Source: an optimization exercise on an open RTL-to-GDS flow (aim: small area and a short achievable clock period). Production flows keep margins and buffers that such runs may drop.
The RTL was checked by simulation tests, not by an equivalence proof against the original design.
Power is estimated from default activity; no workload was simulated.

Design qos_out_arb, start of the top module:
module qos_out_arb (
    input  wire        clk,
    input  wire        rst,           
    input  wire [17:0] cfg_level,     
    input  wire [71:0] cfg_weight,    
    input  wire [7:0]  cfg_starve,    
    input  wire        arb_en,        
    input  wire [9:0]  req,           
    input  wire [35:0] req_cells,     
    output wire        gnt_valid,
    output wire [3:0]  gnt_id,
    output wire [15:0] starve_promotions
);
export LEC_CHECK = 0
export CAP_MARGIN = 20
export CORE_MARGIN = 2
export CORE_UTILIZATION = 40
export PLACE_DENSITY = 0.6
export SLEW_MARGIN = 20
create_clock -name core_clock -period 26.0 [get_ports {clk}]
standard.sh (not shown) runs the stock make flow with config.mk's settings and CLKGATE_MAP_FILE= SYNTH_SCRIPT=/design/flow/synth_recipe.tcl, a recipe that flattens the netlist after the stock synthesis.
==> flow/flow/run.sh <==
#!/bin/bash
# The standard layout with three changes:
# * synthesis maps the logic with flow/area.abc, an area-oriented ABC script
#   (flow/synth.tcl is synth_recipe.tcl with the abc call pointed at it), and
#   leaves adders to ABC instead of mapping them to full-adder cells first;
#   the registers come out of the same steps as in the standard synthesis;
# * each port gets a plain buf_2 instead of the delay buffer buffer_ports picks;
# * clock tree synthesis uses smaller clock buffers and no dummy loads.
set -uo pipefail
F=$PWD/flow
export MY_ABC_SCRIPT=$F/area.abc
export BUFFER_PORTS_ARGS="-buffer_cell sky130_fd_sc_hd__buf_2"
export CTS_ARGS="-sink_clustering_enable -repair_clock_nets -dont_use_dummy_load -buf_list {sky130_fd_sc_hd__clkbuf_8} -sink_clustering_size 14 -sink_clustering_max_diameter 100"
export SETUP_SLACK_MARGIN=14
bash standard.sh SYNTH_SCRIPT=$F/synth.tcl ADDER_MAP_FILE= finish > standard.log 2>&1
==> flow/flow/area.abc <==
strash
dc2
&get -n
&dch -f
&nf -R 1000
&put
topo
stime -c
==> flow/flow/synth.tcl <==
proc synth {args} { yosys synth -nofsm -noshare {*}$args }
proc abc {args} {
  set i [lsearch -exact $args -script]
  if {$i >= 0 && [info exists ::env(MY_ABC_SCRIPT)]} { lset args [expr {$i + 1}] $::env(MY_ABC_SCRIPT) }
  yosys abc {*}$args
}
source $::env(SCRIPTS_DIR)/synth.tcl
# left out here: clear keep_hierarchy, flatten, clean up, hide names made inside functions, write 1_2_yosys.v
Rerun with:
--- a/flow/flow/run.sh
+++ b/flow/flow/run.sh
@@ -14 +13,0 @@
-export SETUP_SLACK_MARGIN=14
After rerunning: The new run ran to the end with no violations. Via count fell by 2.2%. Routed wire length fell by 4.6%. Worst hold slack gets worse by 0.0031 ns. Core utilization fell by 3.0 points. Synthesized cell count stays the same. Worst setup slack gets worse by 0.68 ns. Area after synthesis does not change. Global-route usage fell by 0.80 points.

---

Another version of the RTL of qos_out_arb (not shown whole).
Size: ~250 flip-flops, roughly 170 I/O pins, ~13000 um^2 of cells after synthesis.
// qos_out_arb
module qos_out_arb (
    input  wire        clk,
    input  wire        rst,           
    input  wire [17:0] cfg_level,     
    input  wire [71:0] cfg_weight,    
    input  wire [7:0]  cfg_starve,    
    input  wire        arb_en,        
    input  wire [9:0]  req,           
    input  wire [35:0] req_cells,     
    output wire        gnt_valid,
    output wire [3:0]  gnt_id,
    output wire [15:0] starve_promotions
);
    localparam N = 9;
    reg        [1:0] lvl      [0:N-1];    
    reg        [7:0] used     [0:N-1];
    reg        [3:0] ptr      [0:3];
    reg       [13:0] wait_cnt [0:N-1];    
    reg       [15:0] promo_cnt;
    assign starve_promotions = promo_cnt;
    reg  [N-1:0] starved;
    reg  [2:0]   key [0:N-1];
    reg  [N-1:0] beats [0:N-1];    
    reg  [N-1:0] first;            
    reg  [N-1:0] onehot;           
    reg  [N-1:0] passed;
    reg  [3:0]   win;
    reg  [3:0]   win_next;
    reg  [1:0]   win_level;
    integer e, j;
    always @(*) begin
        for (e = 0; e < N; e = e + 1) begin
            starved[e] = lvl[e] == 2'd0 && cfg_level[2*e +: 2] != 2'd0;
            key[e] = {lvl[e], e < ptr[lvl[e]]};
        end
        for (e = 0; e < N; e = e + 1)
            for (j = 0; j < N; j = j + 1)
                beats[e][j] = (e < j) ? key[e] <= key[j] : key[e] < key[j];
        for (e = 0; e < N; e = e + 1) begin
            first[e] = 1'b1;
            for (j = 0; j < N; j = j + 1)
                if (j != e && req[j] && !beats[e][j])
                    first[e] = 1'b0;
        end
        onehot = first & req[8:0];
        win = 4'd0;
        win_next = 4'd0;
        win_level = 2'd0;
        for (e = 0; e < N; e = e + 1)
            if (onehot[e]) begin
                win = win | e;
                win_next = win_next | ((e + 1) % N);
                win_level = win_level | lvl[e];
            end
        for (e = 0; e < N; e = e + 1)
            passed[e] = first[e] & ~req[e] & (lvl[e] == win_level) & |req[8:0];
    end
    assign gnt_valid = arb_en & |req;
    assign gnt_id    = req[9] ? 4'd9 : win;
    wire grant_entry = arb_en & ~req[9];    
    reg  [7:0] u_w;
    reg  [7:0] w_w;
    reg  [3:0] c_w;
    reg  [8:0] s;             
    reg  [9:0] t;             
    reg        refill;        
    reg  [4:0] lim;           
    reg  [7:0] used_new;
    always @(*) begin
        u_w = 8'd0;
  ...
export LEC_CHECK = 0
export CAP_MARGIN = 20
export CORE_MARGIN = 2
export CORE_UTILIZATION = 55
export PLACE_DENSITY = 0.7
export SLEW_MARGIN = 20
create_clock -name core_clock -period 26.0 [get_ports {clk}]
==> flow/flow/run.sh <==
#!/bin/bash
# The standard layout with these changes:
# * synthesis maps the logic with flow/area.abc, an area-oriented ABC script
#   (flow/synth.tcl is synth_recipe.tcl with the abc call pointed at it), and
#   leaves adders to ABC instead of mapping them to full-adder cells first;
#   the registers come out of the same steps as in the standard synthesis;
# * each port gets a plain buf_1 instead of the delay buffer buffer_ports picks,
#   and after global placement flow/upsize_ports.tcl makes the buffers of the
#   ports on the request-to-grant path buf_4 (inputs) and buf_2 (outputs);
# * clock tree synthesis uses smaller clock buffers and no dummy loads.
set -uo pipefail
F=$PWD/flow
export MY_ABC_SCRIPT=$F/area.abc
export BUFFER_PORTS_ARGS="-buffer_cell sky130_fd_sc_hd__buf_1"
export POST_GLOBAL_PLACE_TCL=$F/upsize_ports.tcl
export CTS_ARGS="-sink_clustering_enable -repair_clock_nets -dont_use_dummy_load -buf_list {sky130_fd_sc_hd__clkbuf_4} -sink_clustering_size 8 -sink_clustering_max_diameter 60"
bash standard.sh SYNTH_SCRIPT=$F/synth.tcl ADDER_MAP_FILE= finish > standard.log 2>&1
==> flow/flow/upsize_ports.tcl <==
# Port buffers start as buf_1; the ports on the request-to-grant path get stronger ones.
set block [ord::get_db_block]
foreach bterm [$block getBTerms] {
  set name [$bterm getName]
  if {[regexp {^(req\[\d+\]|arb_en)$} $name]} {
    set cell sky130_fd_sc_hd__buf_4
  } elseif {[regexp {^(gnt_id\[\d+\]|gnt_valid)$} $name]} {
    set cell sky130_fd_sc_hd__buf_2
  } else {
    continue
  }
  set net [$bterm getNet]
  foreach iterm [$net getITerms] {
    set inst [$iterm getInst]
    if {[string match "sky130_fd_sc_hd__buf_*" [[$inst getMaster] getName]]} {
      replace_cell [$inst getName] $cell
    }
  }
}
Scripts as last shown in full above: flow/flow/area.abc, flow/flow/synth.tcl
The baseline finished with timing, DRC and antenna clean.
Then changed:
--- a/flow/flow/run.sh
+++ b/flow/flow/run.sh
@@ -15,3 +15,3 @@
 export POST_GLOBAL_PLACE_TCL=$F/upsize_ports.tcl
-export CTS_ARGS="-sink_clustering_enable -repair_clock_nets -dont_use_dummy_load -buf_list {sky130_fd_sc_hd__clkbuf_4} -sink_clustering_size 8 -sink_clustering_max_diameter 60"
+export CTS_ARGS="-sink_clustering_enable -repair_clock_nets -dont_use_dummy_load -buf_list {sky130_fd_sc_hd__clkbuf_8} -sink_clustering_size 12 -sink_clustering_max_diameter 80"
 bash standard.sh SYNTH_SCRIPT=$F/synth.tcl ADDER_MAP_FILE= finish > standard.log 2>&1
Settings changed: CORE_UTILIZATION 55 to 40, PLACE_DENSITY 0.7 to 0.6.
- The new run finished with timing, DRC and antenna clean
- final cell count went up by a few percent
- cell area went up slightly
- die area went up by well over a third
- synthesized cell count stays the same
- worst setup slack degrades by 29 ps
- first-iteration DRC count went down by roughly a tenth
- count of clock-buffer cells in the layout went down by 12
- power went up by a few percent
- hold slack barely changes
- combinational power stays flat
- core utilization went down by 16 points
Then changed:
Settings changed: CORE_UTILIZATION 40 to 65, PLACE_DENSITY 0.6 to 0.75.
Combinational power is about the same. Core utilization goes up by 28 points. Cell area shrinks by about 1.4%. Register-to-register slack gets worse by 100 ps. Critical path depth stays the same. Die area went down by 38%.

-- what the ideal ports hide --
In the flow no input, the clock included, has a driving cell. The finished layouts below were timed again as built, in two steps. Step 1 sets driving cells, clkbuf_16 on the clock port and buf_2 on the other inputs (assumed; they add their load-dependent delay and slew). Step 2, shift: input delay + t, output delay - t, t = (earliest + latest rising clock arrival at the registers) / 2. This alone moves slack from input paths to output paths. Slacks: ideal ports / drivers / drivers and shift; pairs: ideal ports / drivers.
run	shift t [ns]	setup WS [ns]	latest minus earliest clock arrival (ns)
the first run of note 1	0.591	13.983 / 13.907 / 13.907	0.062 / 0.062
the second run of note 1	0.593	13.302 / 13.277 / 13.277	0.040 / 0.040
the first run of note 2	0.662	13.652 / 13.629 / 13.629	0.070 / 0.070
the second run of note 2	0.575	13.623 / 13.585 / 13.585	0.071 / 0.071
the third run of note 2	0.583	13.623 / 13.600 / 13.600	0.063 / 0.064
After both steps every run listed still meets setup and hold. For the first run of note 1, which loses most, drivers alone change the setup slack by -0.076 ns; drivers and shift together by -0.076 ns.
